This is an optimization exercise on Yosys and OpenROAD, whose aim is small area, a short achievable clock period and few clock cycles, not a production implementation. Where RTL was checked, it was by simulation tests only, not by an equivalence proof against the original. No activity file was given, so power comes from the tool's default toggle rates.

==> v34: inputs <==
==> flow/design.v (excerpt) <==
module stripe_engine (
  input  wire        clk,
  input  wire        rst,
  input  wire        cmd_valid,
  output wire        cmd_ready,
  input  wire [5:0]  cmd_k,
  input  wire [1:0]  cmd_m,
  input  wire [34:0] cmd_lost,
  input  wire [9:0]  cmd_cols,
  input  wire        in_valid,
  output wire        in_ready,
  input  wire [31:0] in_data,
  output wire        out_valid,
  input  wire        out_ready,
  output wire [31:0] out_data,
  output wire [5:0]  out_member,
  output wire        out_last
);
  function [7:0] gmul(input [7:0] a, input [7:0] b);
    reg [7:0] p, t;
    integer i;
    begin
      p = 8'h00;
      t = a;
      for (i = 0; i < 8; i = i + 1) begin
        if (b[i]) p = p ^ t;
        t = t[7] ? ((t << 1) ^ 8'h1D) : (t << 1);
      end
      gmul = p;
    end
  endfunction
  function [31:0] gmul4(input [31:0] a, input [7:0] b);
    reg [63:0] cx;
    reg [7:0]  t;
    integer i, l;
    begin
      t = b;
      for (i = 0; i < 8; i = i + 1) begin
        cx[8*i +: 8] = t;
        t = t[7] ? ((t << 1) ^ 8'h1D) : (t << 1);
      end
      gmul4 = 32'h0;
  ...
clock: 10.0 ns
lec_check: 0
abc_clock_period_in_ps: 2000
cap_margin: 20
core_margin: 2
core_utilization: 70
cts_buf_list: sky130_fd_sc_hd__clkbuf_4 sky130_fd_sc_hd__clkbuf_8
setup_slack_margin: 5
slew_margin: 20
standard.sh (not shown) runs the stock make flow with config.mk's settings and CLKGATE_MAP_FILE= SYNTH_SCRIPT=/design/flow/synth_recipe.tcl, a recipe that flattens the netlist after the stock synthesis.
==> flow/flow/run.sh <==
#!/bin/bash
set -euo pipefail
bash standard.sh "BUFFER_PORTS_ARGS=-buffer_cell sky130_fd_sc_hd__buf_4" finish > orfs_make.log 2>&1
==> v1: changes against v34 <==
--- a/flow/design.v
+++ b/flow/design.v
@@ -175,11 +175,10 @@
     end
   endfunction
   localparam [1:0] ST_IDLE = 2'd0, ST_SETUP = 2'd1, ST_RUN = 2'd2, ST_DRAIN = 2'd3;
   reg  [1:0]  st;
   reg         cmd_ready_r, in_ready_r, pok_r;
-  reg  [5:0]  k_r;
   reg  [1:0]  m_r;
   reg  [34:0] lost_r;
   reg  [9:0]  cols_r;           
   reg         lastcol;          
   reg  [4:0]  klast;            
@@ -261,11 +260,11 @@
       a_colend = 1'b1;
       a_pos = 5'd0; a_inpar = 1'b0; a_plost = lost_r[0]; a_p0 = 1'b1;
     end
   end
   wire       sc     = cons && scf;
-  wire [5:0] sc_mem = scpf ? k_r : {1'b0, l0};
+  wire [5:0] sc_mem = scpf ? {1'b0, klast} + 6'd1 : {1'b0, l0};
   wire       sc_last = lastcol && (scpf ? (lp == 3'b001) : (lp == 3'b000));
   wire       dskip  = (e == 2'd1) && ap[0];
   wire       st_c   = (ald && !plost && (e == 2'd0) && (lp[2:1] != 2'b00)) ||
                       (lastpos && (e != 2'd0) && (!dskip || (lp != 3'b000)));
   wire       start  = adv && st_c;
@@ -369,14 +368,14 @@
   end
   wire       dskip_n = (e_n == 2'd1) && ap[0];
   wire       z_ed    = (e_n != 2'd0) && !dskip_n;
   wire [2:0] z_pt    = (e_n == 2'd0) ? (lp & 3'b110) : lp;
   wire [1:0] z_ej    = {1'b0, (e_n != 2'd0) && z_pt[0]};
-  wire [OPW-1:0] dcur = dec(ed, ei, ptodo, ej, e, ra, rb, dlen, k_r, l0, l1, l2);
-  wire [OPW-1:0] dnxt = dec(s_ed, s_ei, s_pt, s_ej, e, ra, rb, dlen, k_r, l0, l1, l2);
+  wire [OPW-1:0] dcur = dec(ed, ei, ptodo, ej, e, ra, rb, dlen, {1'b0, klast} + 6'd1, l0, l1, l2);
+  wire [OPW-1:0] dnxt = dec(s_ed, s_ei, s_pt, s_ej, e, ra, rb, dlen, {1'b0, klast} + 6'd1, l0, l1, l2);
   wire [3:0] dlen_n = (e_n == 2'd1) ? 4'd1 : (e_n == 2'd2) ? ((ra == 2'd0 && rb == 2'd1) ? 4'd4 : 4'd5) : 4'd12;
-  wire [OPW-1:0] dst0 = dec(z_ed, 4'd0, z_pt, z_ej, e_n, ra, rb, dlen_n, k_r, l0, l1, l2);
+  wire [OPW-1:0] dst0 = dec(z_ed, 4'd0, z_pt, z_ej, e_n, ra, rb, dlen_n, {1'b0, klast} + 6'd1, l0, l1, l2);
   wire [4:0] cq   = (sp_q == 2'd0) ? l0 : (sp_q == 2'd1) ? l1 : (sp_q == 2'd2) ? l2 : klast;
   wire [4:0] czd  = (sp_q == 2'd0) ? zd01 : (sp_q == 2'd1) ? zd02 : zd12;
   wire [7:0] cpn  = (sp_f == 2'd0) ? gpos(cq) : gneg(cq);
   wire [7:0] cval = (sp_f == 2'd2) ? zinv(czd) : sp_sq ? gsq(cpn) : cpn;
   wire [7:0] yk   = gpos(klast);
@@ -406,11 +405,11 @@
                 end
       ST_RUN:   if (adv) begin
                   pos_n = a_pos; inpar_n = a_inpar; plost_n = a_plost; p0_n = a_p0; ps_n = np;
                   if (a_colend && lastcol) st_n = ST_DRAIN;
                 end
-      default:  ;
+      default:  if (cmd_valid && cmd_ready_r) st_n = ST_SETUP;
     endcase
     if (st_n == ST_DRAIN && !opv_n && !pend0_n) st_n = ST_IDLE;
   end
   wire pok_n = !pend0_n && ((p0_n && pe0_n) || !opv_n);
   wire       wscp_c = ald && !plost && (e == 2'd0) && lp[0];
@@ -435,11 +434,11 @@
       ms_n = bitof(wps); mone_n = 1'b0; macc_n = 1'b0; mxin_n = 1'b1;
     end
   end
   always @(posedge clk) begin
     if (cmd_ready_r) begin
-      k_r    <= cmd_k;
+      klast  <= cmd_k[4:0] - 5'd1;
       m_r    <= cmd_m;
       lost_r <= cmd_lost;
       cols_r <= cmd_cols;
     end
     if (rst) begin
@@ -450,11 +449,12 @@
       op_v        <= 1'b0;
       pend0       <= 1'b0;
       ov          <= 1'b0;
     end else begin
       st          <= st_n;
-      cmd_ready_r <= (st_n == ST_IDLE);
+      cmd_ready_r <= (st_n == ST_IDLE) ||
+                     (st_n == ST_DRAIN && (!opv_n || (load ? dcur[5] : op_last)));
       pok_r       <= pok_n;
       in_ready_r  <= (st_n == ST_RUN) && pok_n && !(!inpar_n && plost_n);
       op_v        <= opv_n;
       pend0       <= pend0_n;
       if ((op_go && op_emit) || e0_go || sc) ov <= 1'b1;
@@ -469,21 +469,20 @@
     if (st == ST_SETUP || (run && adv)) begin
       p1  <= run && a_p1;
       ald <= run && a_ald;
       sfu <= run && a_inpar && used_n[np];
     end
-    if (st == ST_IDLE) begin
+    if (cmd_ready_r) begin
       scnt <= 2'd0;
       lp   <= 3'b000;
       ap   <= 3'b000;
       lix  <= cmd_k;
     end else if (st == ST_SETUP) begin
       scnt  <= scnt + 2'd1;
       lp[scnt] <= lbit;
       ap[scnt] <= !lbit;
       lix   <= (scnt == m_r - 2'd1) ? 6'd1 : lix + 6'd1;
-      klast <= k_r[4:0] - 5'd1;
       lastcol <= (cols_r == 10'd1);
       first <= 1'b1;
       ecnt  <= 2'd0;
     end
     if (run && adv && !inpar && !ald)
==> flow_summary.yaml <==
run_status:
  outcome: "complete, no violations"
synth:
  synth_edf_count: 261
pwr:
  comb_power_share_pct: 52.8
layout:
  sh_seq_area_pct: 31.6
-- figures above: v1

==> flow_summary.yaml <==
synth:
  synth_edf_count: 268
pwr:
  comb_power_share_pct: 46.2
layout:
  sh_seq_area_pct: 32.4
run_status:
  outcome: "complete, no violations"
-- figures above: v34

Testbench counts of v1, summed over its fixed seeds: cycles 148,422.
Function not checked in v34: the RTL went through the layout flow alone.

==> 05-18: inputs <==
stripe_engine, a different RTL version from the one above (not shown whole).
==> flow/config.mk <==
export PLATFORM = sky130hd
export DESIGN_NAME = stripe_engine
export DESIGN_NICKNAME = stripe_engine
export VERILOG_FILES = /design/flow/design.v
export SDC_FILE = /design/flow/constraint.sdc
export NUM_CORES = 8
export LEC_CHECK = 0
export ABC_CLOCK_PERIOD_IN_PS = 2000
export CAP_MARGIN = 50
export CORE_MARGIN = 2
export CORE_UTILIZATION = 70
export CTS_BUF_LIST = sky130_fd_sc_hd__clkbuf_8 sky130_fd_sc_hd__clkbuf_16
export CTS_CLUSTER_DIAMETER = 80
export CTS_CLUSTER_SIZE = 30
export SETUP_SLACK_MARGIN = 5
export SLEW_MARGIN = 50
==> flow/constraint.sdc <==
create_clock -name core_clock -period 10.0 [get_ports {clk}]
set_input_delay 2.0000 -clock core_clock [delete_from_list [all_inputs] [get_ports {clk}]]
set_output_delay 2.0000 -clock core_clock [all_outputs]
set_load 0.01 [all_outputs]
==> flow/flow/run.sh <==
#!/bin/bash
set -euo pipefail
bash standard.sh "BUFFER_PORTS_ARGS=-buffer_cell sky130_fd_sc_hd__buf_2" finish > orfs_make.log 2>&1
==> inputs of 09-05, as changes to 05-18 <==
--- a/flow/design.v
+++ b/flow/design.v
@@ -96,23 +96,23 @@
   reg         p0, p1;           
   reg         ald;              
   reg         sfu;              
   reg  [2:0]  used;             
   reg         first;            
   reg  [4:0]  l0, l1, l2;       
   reg  [1:0]  ecnt;             
-  reg  [4:0]  zd01, zd02, zd12;  
   reg         scf, scpf;        
   reg  [31:0] A0, A1, A2;
   reg         op_v;
   reg  [1:0]  op_dst;
   reg         op_wr, op_emit, op_last;
   reg  [5:0]  op_mem;
   reg  [7:0]  mc_r;             
   reg  [2:0]  op_src;           
+  reg  [2:0]  op_wd;            
   reg         op_one, op_acc;
   reg  [2:0]  ms_r;
   reg         macc_r, mxin_r;
   reg         elast;            
   reg         pe0;              
   reg         ed;
   reg  [3:0]  ei;
@@ -273,25 +273,28 @@
   wire [2:0] z_pt    = (e_n == 2'd0) ? (lp & 3'b110) : lp;
   wire [1:0] z_ej    = {1'b0, (e_n != 2'd0) && z_pt[0]};
   wire [OPW-1:0] dcur = dec(ed, ei, ptodo, ej, e, ra, rb, dlen, {1'b0, klast} + 6'd1, l0, l1, l2);
   wire [OPW-1:0] dnxt = dec(s_ed, s_ei, s_pt, s_ej, e, ra, rb, dlen, {1'b0, klast} + 6'd1, l0, l1, l2);
   wire [3:0] dlen_n = (e_n == 2'd1) ? 4'd1 : (e_n == 2'd2) ? ((ra == 2'd0 && rb == 2'd1) ? 4'd4 : 4'd5) : 4'd12;
   wire [OPW-1:0] dst0 = dec(z_ed, 4'd0, z_pt, z_ej, e_n, ra, rb, dlen_n, {1'b0, klast} + 6'd1, l0, l1, l2);
   wire [4:0] cq   = (sp_q == 2'd0) ? l0 : (sp_q == 2'd1) ? l1 : (sp_q == 2'd2) ? l2 : klast;
-  wire [4:0] czd  = (sp_q == 2'd0) ? zd01 : (sp_q == 2'd1) ? zd02 : zd12;
+  wire [4:0] cda  = (sp_q == 2'd2) ? l1 : l0;
+  wire [4:0] cdb  = (sp_q == 2'd0) ? l1 : l2;
+  wire [4:0] czd  = cdb - cda;
   wire [7:0] cpn  = (sp_f == 2'd0) ? gpos(cq) : gneg(cq);
   wire [7:0] cval = (sp_f == 2'd3) ? 8'h01 : (sp_f == 2'd2) ? zinv(czd) : sp_sq ? gsq(cpn) : cpn;
   wire [7:0] yk   = gpos(klast);
   wire [7:0] ycoef = (np == 2'd2) ? gsq(yk) : yk;
   wire [31:0] m_a    = ({32{ms_r[0]}} & A0) | ({32{ms_r[1]}} & A1) | ({32{ms_r[2]}} & A2);
   wire [7:0]  m_c    = mc_r;
   wire [31:0] m_d    = (op_dst == 2'd0) ? A0 : (op_dst == 2'd1) ? A1 : A2;
   wire [31:0] m_x    = gmul4(m_a, m_c) ^ (macc_r ? m_d : 32'h0) ^ (mxin_r ? in_data : 32'h0);
-  wire        op_go  = op_v && (!op_emit || out_free);
-  wire        op_w   = op_go && op_wr;
+  wire        op_hold = op_emit && ov;
+  wire        op_go  = op_v && (!op_hold || out_ready);
+  wire [2:0]  op_wgo = {3{op_v}} & op_wd & {3{!op_hold || out_ready}};
   wire        load   = start || (op_go && !op_last);
   wire        wload  = adv && !op_v && !lastpos && has_np && (ald || inpar);   
   wire        opv_n   = load || (op_v && !op_go);
   wire        ov_n    = (op_go && op_emit) || sc || (ov && !out_ready);
   wire        pe0_n   = start ? (e == 2'd0) : pe0;
   reg  [1:0]  st_n;
   reg  [4:0]  pos_n;
@@ -395,14 +398,15 @@
         default: l2 <= pos;
       endcase
       ecnt <= e_n;
     end
     if (load) begin
       {op_dst, op_wr, op_acc, op_emit, op_one, op_mem, op_last} <= dcur[OPW-3:5];
       op_src <= bitof(dcur[OPW-1:OPW-2]);
+      op_wd  <= dcur[OPW-5] ? bitof(dcur[OPW-3:OPW-4]) : 3'b000;
       if (dcur[5]) begin
         ed <= z_ed; ei <= 4'd0; ptodo <= z_pt; ej <= z_ej;
         {sp_f, sp_q, sp_sq} <= dst0[4:0];
       end else begin
         ed <= s_ed; ei <= s_ei; ptodo <= s_pt; ej <= s_ej;
         {sp_f, sp_q, sp_sq} <= dnxt[4:0];
       end
@@ -414,41 +418,38 @@
     end
     if (start) begin
       elast <= lastcol;
       pe0   <= (e == 2'd0);
     end
     scf    <= wsc;
     scpf   <= adv ? wscp_a : wscp_c;
-    zd01   <= l1 - l0;
-    zd02   <= l2 - l0;
-    zd12   <= l2 - l1;
     ms_r   <= ms_n;
     macc_r <= macc_n;
     mxin_r <= mxin_n;
     if (load)
       mc_r <= cval;
     else if (wload)
       mc_r <= ycoef;
-    if (op_w && op_dst == 2'd0)
+    if (op_wgo[0])
       A0 <= m_x;
     else if (cons || bub && pok_r) begin
       if (!inpar)
         A0 <= p0 ? hd : A0 ^ hd;
       else if (sfu && ps == 2'd0)
         A0 <= A0 ^ in_data;
     end
-    if (op_w && op_dst == 2'd1)
+    if (op_wgo[1])
       A1 <= m_x;
     else if ((cons || bub && pok_r) && !p0) begin
       if (!inpar)
         A1 <= h1(p1 ? A0 : A1) ^ hd;
       else if (sfu && ps == 2'd1)
         A1 <= m_x;
     end
-    if (op_w && op_dst == 2'd2)
+    if (op_wgo[2])
       A2 <= m_x;
     else if ((cons || bub && pok_r) && !p0) begin
       if (!inpar)
         A2 <= h2(p1 ? A0 : A2) ^ hd;
       else if (sfu && ps == 2'd2)
         A2 <= m_x;
     end
Settings changed: ABC_AREA set to 1, CAP_MARGIN 50 to 70, CORE_UTILIZATION 70 to 72, CTS_CLUSTER_DIAMETER 80 to 60, CTS_CLUSTER_SIZE 30 to 20, SLEW_MARGIN 50 to 70.
==> inputs of 08-06, as changes to 05-18 <==
--- a/flow/design.v
+++ b/flow/design.v
@@ -105,14 +105,15 @@
   reg  [31:0] A0, A1, A2;
   reg         op_v;
   reg  [1:0]  op_dst;
   reg         op_wr, op_emit, op_last;
   reg  [5:0]  op_mem;
   reg  [7:0]  mc_r;             
   reg  [2:0]  op_src;           
+  reg  [2:0]  op_wd;            
   reg         op_one, op_acc;
   reg  [2:0]  ms_r;
   reg         macc_r, mxin_r;
   reg         elast;            
   reg         pe0;              
   reg         ed;
   reg  [3:0]  ei;
@@ -282,16 +283,17 @@
   wire [7:0] cval = (sp_f == 2'd3) ? 8'h01 : (sp_f == 2'd2) ? zinv(czd) : sp_sq ? gsq(cpn) : cpn;
   wire [7:0] yk   = gpos(klast);
   wire [7:0] ycoef = (np == 2'd2) ? gsq(yk) : yk;
   wire [31:0] m_a    = ({32{ms_r[0]}} & A0) | ({32{ms_r[1]}} & A1) | ({32{ms_r[2]}} & A2);
   wire [7:0]  m_c    = mc_r;
   wire [31:0] m_d    = (op_dst == 2'd0) ? A0 : (op_dst == 2'd1) ? A1 : A2;
   wire [31:0] m_x    = gmul4(m_a, m_c) ^ (macc_r ? m_d : 32'h0) ^ (mxin_r ? in_data : 32'h0);
-  wire        op_go  = op_v && (!op_emit || out_free);
-  wire        op_w   = op_go && op_wr;
+  wire        op_hold = op_emit && ov;
+  wire        op_go  = op_v && (!op_hold || out_ready);
+  wire [2:0]  op_wgo = {3{op_v}} & op_wd & {3{!op_hold || out_ready}};
   wire        load   = start || (op_go && !op_last);
   wire        wload  = adv && !op_v && !lastpos && has_np && (ald || inpar);   
   wire        opv_n   = load || (op_v && !op_go);
   wire        ov_n    = (op_go && op_emit) || sc || (ov && !out_ready);
   wire        pe0_n   = start ? (e == 2'd0) : pe0;
   reg  [1:0]  st_n;
   reg  [4:0]  pos_n;
@@ -395,14 +397,15 @@
         default: l2 <= pos;
       endcase
       ecnt <= e_n;
     end
     if (load) begin
       {op_dst, op_wr, op_acc, op_emit, op_one, op_mem, op_last} <= dcur[OPW-3:5];
       op_src <= bitof(dcur[OPW-1:OPW-2]);
+      op_wd  <= dcur[OPW-5] ? bitof(dcur[OPW-3:OPW-4]) : 3'b000;
       if (dcur[5]) begin
         ed <= z_ed; ei <= 4'd0; ptodo <= z_pt; ej <= z_ej;
         {sp_f, sp_q, sp_sq} <= dst0[4:0];
       end else begin
         ed <= s_ed; ei <= s_ei; ptodo <= s_pt; ej <= s_ej;
         {sp_f, sp_q, sp_sq} <= dnxt[4:0];
       end
@@ -424,31 +427,31 @@
     ms_r   <= ms_n;
     macc_r <= macc_n;
     mxin_r <= mxin_n;
     if (load)
       mc_r <= cval;
     else if (wload)
       mc_r <= ycoef;
-    if (op_w && op_dst == 2'd0)
+    if (op_wgo[0])
       A0 <= m_x;
     else if (cons || bub && pok_r) begin
       if (!inpar)
         A0 <= p0 ? hd : A0 ^ hd;
       else if (sfu && ps == 2'd0)
         A0 <= A0 ^ in_data;
     end
-    if (op_w && op_dst == 2'd1)
+    if (op_wgo[1])
       A1 <= m_x;
     else if ((cons || bub && pok_r) && !p0) begin
       if (!inpar)
         A1 <= h1(p1 ? A0 : A1) ^ hd;
       else if (sfu && ps == 2'd1)
         A1 <= m_x;
     end
-    if (op_w && op_dst == 2'd2)
+    if (op_wgo[2])
       A2 <= m_x;
     else if ((cons || bub && pok_r) && !p0) begin
       if (!inpar)
         A2 <= h2(p1 ? A0 : A2) ^ hd;
       else if (sfu && ps == 2'd2)
         A2 <= m_x;
     end
Settings changed: ABC_AREA set to 1, CTS_CLUSTER_DIAMETER 80 to 60, CTS_CLUSTER_SIZE 30 to 20.
==> inputs of 12-25, as changes to 05-18 <==
--- a/flow/design.v
+++ b/flow/design.v
@@ -96,23 +96,23 @@
   reg         p0, p1;           
   reg         ald;              
   reg         sfu;              
   reg  [2:0]  used;             
   reg         first;            
   reg  [4:0]  l0, l1, l2;       
   reg  [1:0]  ecnt;             
-  reg  [4:0]  zd01, zd02, zd12;  
   reg         scf, scpf;        
   reg  [31:0] A0, A1, A2;
   reg         op_v;
   reg  [1:0]  op_dst;
   reg         op_wr, op_emit, op_last;
   reg  [5:0]  op_mem;
   reg  [7:0]  mc_r;             
   reg  [2:0]  op_src;           
+  reg  [2:0]  op_wd;            
   reg         op_one, op_acc;
   reg  [2:0]  ms_r;
   reg         macc_r, mxin_r;
   reg         elast;            
   reg         pe0;              
   reg         ed;
   reg  [3:0]  ei;
@@ -273,25 +273,28 @@
   wire [2:0] z_pt    = (e_n == 2'd0) ? (lp & 3'b110) : lp;
   wire [1:0] z_ej    = {1'b0, (e_n != 2'd0) && z_pt[0]};
   wire [OPW-1:0] dcur = dec(ed, ei, ptodo, ej, e, ra, rb, dlen, {1'b0, klast} + 6'd1, l0, l1, l2);
   wire [OPW-1:0] dnxt = dec(s_ed, s_ei, s_pt, s_ej, e, ra, rb, dlen, {1'b0, klast} + 6'd1, l0, l1, l2);
   wire [3:0] dlen_n = (e_n == 2'd1) ? 4'd1 : (e_n == 2'd2) ? ((ra == 2'd0 && rb == 2'd1) ? 4'd4 : 4'd5) : 4'd12;
   wire [OPW-1:0] dst0 = dec(z_ed, 4'd0, z_pt, z_ej, e_n, ra, rb, dlen_n, {1'b0, klast} + 6'd1, l0, l1, l2);
   wire [4:0] cq   = (sp_q == 2'd0) ? l0 : (sp_q == 2'd1) ? l1 : (sp_q == 2'd2) ? l2 : klast;
-  wire [4:0] czd  = (sp_q == 2'd0) ? zd01 : (sp_q == 2'd1) ? zd02 : zd12;
+  wire [4:0] cda  = (sp_q == 2'd2) ? l1 : l0;
+  wire [4:0] cdb  = (sp_q == 2'd0) ? l1 : l2;
+  wire [4:0] czd  = cdb - cda;
   wire [7:0] cpn  = (sp_f == 2'd0) ? gpos(cq) : gneg(cq);
   wire [7:0] cval = (sp_f == 2'd3) ? 8'h01 : (sp_f == 2'd2) ? zinv(czd) : sp_sq ? gsq(cpn) : cpn;
   wire [7:0] yk   = gpos(klast);
   wire [7:0] ycoef = (np == 2'd2) ? gsq(yk) : yk;
   wire [31:0] m_a    = ({32{ms_r[0]}} & A0) | ({32{ms_r[1]}} & A1) | ({32{ms_r[2]}} & A2);
   wire [7:0]  m_c    = mc_r;
   wire [31:0] m_d    = (op_dst == 2'd0) ? A0 : (op_dst == 2'd1) ? A1 : A2;
   wire [31:0] m_x    = gmul4(m_a, m_c) ^ (macc_r ? m_d : 32'h0) ^ (mxin_r ? in_data : 32'h0);
-  wire        op_go  = op_v && (!op_emit || out_free);
-  wire        op_w   = op_go && op_wr;
+  wire        op_hold = op_emit && ov;
+  wire        op_go  = op_v && (!op_hold || out_ready);
+  wire [2:0]  op_wgo = {3{op_v}} & op_wd & {3{!op_hold || out_ready}};
   wire        load   = start || (op_go && !op_last);
   wire        wload  = adv && !op_v && !lastpos && has_np && (ald || inpar);   
   wire        opv_n   = load || (op_v && !op_go);
   wire        ov_n    = (op_go && op_emit) || sc || (ov && !out_ready);
   wire        pe0_n   = start ? (e == 2'd0) : pe0;
   reg  [1:0]  st_n;
   reg  [4:0]  pos_n;
@@ -395,14 +398,15 @@
         default: l2 <= pos;
       endcase
       ecnt <= e_n;
     end
     if (load) begin
       {op_dst, op_wr, op_acc, op_emit, op_one, op_mem, op_last} <= dcur[OPW-3:5];
       op_src <= bitof(dcur[OPW-1:OPW-2]);
+      op_wd  <= dcur[OPW-5] ? bitof(dcur[OPW-3:OPW-4]) : 3'b000;
       if (dcur[5]) begin
         ed <= z_ed; ei <= 4'd0; ptodo <= z_pt; ej <= z_ej;
         {sp_f, sp_q, sp_sq} <= dst0[4:0];
       end else begin
         ed <= s_ed; ei <= s_ei; ptodo <= s_pt; ej <= s_ej;
         {sp_f, sp_q, sp_sq} <= dnxt[4:0];
       end
@@ -414,41 +418,38 @@
     end
     if (start) begin
       elast <= lastcol;
       pe0   <= (e == 2'd0);
     end
     scf    <= wsc;
     scpf   <= adv ? wscp_a : wscp_c;
-    zd01   <= l1 - l0;
-    zd02   <= l2 - l0;
-    zd12   <= l2 - l1;
     ms_r   <= ms_n;
     macc_r <= macc_n;
     mxin_r <= mxin_n;
     if (load)
       mc_r <= cval;
     else if (wload)
       mc_r <= ycoef;
-    if (op_w && op_dst == 2'd0)
+    if (op_wgo[0])
       A0 <= m_x;
     else if (cons || bub && pok_r) begin
       if (!inpar)
         A0 <= p0 ? hd : A0 ^ hd;
       else if (sfu && ps == 2'd0)
         A0 <= A0 ^ in_data;
     end
-    if (op_w && op_dst == 2'd1)
+    if (op_wgo[1])
       A1 <= m_x;
     else if ((cons || bub && pok_r) && !p0) begin
       if (!inpar)
         A1 <= h1(p1 ? A0 : A1) ^ hd;
       else if (sfu && ps == 2'd1)
         A1 <= m_x;
     end
-    if (op_w && op_dst == 2'd2)
+    if (op_wgo[2])
       A2 <= m_x;
     else if ((cons || bub && pok_r) && !p0) begin
       if (!inpar)
         A2 <= h2(p1 ? A0 : A2) ^ hd;
       else if (sfu && ps == 2'd2)
         A2 <= m_x;
     end
Settings changed: ABC_AREA set to 1, CTS_CLUSTER_DIAMETER 80 to 60, CTS_CLUSTER_SIZE 30 to 20.
==> comparison <==
Global-route usage: 05-18 < 12-25 < 08-06 < 09-05. Clock power: 09-05 is larger than 05-18 (about 10%). The highest total power belongs to 09-05, the lowest to 05-18. Against 09-05, the final area of 08-06 is higher by 1.7%. Utilization: 05-18 < 08-06 < 12-25 < 09-05. Between 08-06 and 05-18, the lower sequential power is in 05-18 (gap about 10%, measured against 05-18).
Testbench counts of 05-18, summed over its fixed seeds: cycles 148,484.
Testbench counts of 09-05, summed over its fixed seeds: cycles 148,484.
Testbench counts of 08-06, summed over its fixed seeds: cycles 148,484.
Testbench counts of 12-25, summed over its fixed seeds: cycles 148,484.

## afterwards: timing with drivers on the ports
Ports are ideal in the flow. The routed layouts listed here were re-timed in OpenROAD.
Step 1 (the two cells are an assumption about what drives the block):
set clk [get_ports {clk}]
set_driving_cell -lib_cell sky130_fd_sc_hd__clkbuf_16 $clk
set_driving_cell -lib_cell sky130_fd_sc_hd__buf_2 [delete_from_list [all_inputs] $clk]
Step 2 also shifts input and output timing later by t, the mid clock arrival at the registers, as if the neighbouring blocks saw the same clock.
a / b / c = ideal / step 1 / step 2; a / b = the first two.
run	t (ns)	setup slack, ns	slew at the worst register clock pin (ns)	cell pins on the clock port's net
v34	0.700	5.547 / 5.547 / 5.274	0.07 / 0.07	1
v1	0.725	5.392 / 5.392 / 5.144	0.07 / 0.07	1
05-18	0.623	5.769 / 5.769 / 5.345	0.12 / 0.12	1
09-05	0.635	6.025 / 6.025 / 5.787	0.09 / 0.09	1
08-06	0.685	5.984 / 5.984 / 5.348	0.08 / 0.08	1
12-25	0.655	5.938 / 5.972 / 5.318	0.08 / 0.08	1
After both steps every run listed still meets setup and hold. For 08-06, which loses most, drivers alone change the setup slack by 0.000 ns; drivers and shift together by -0.636 ns.
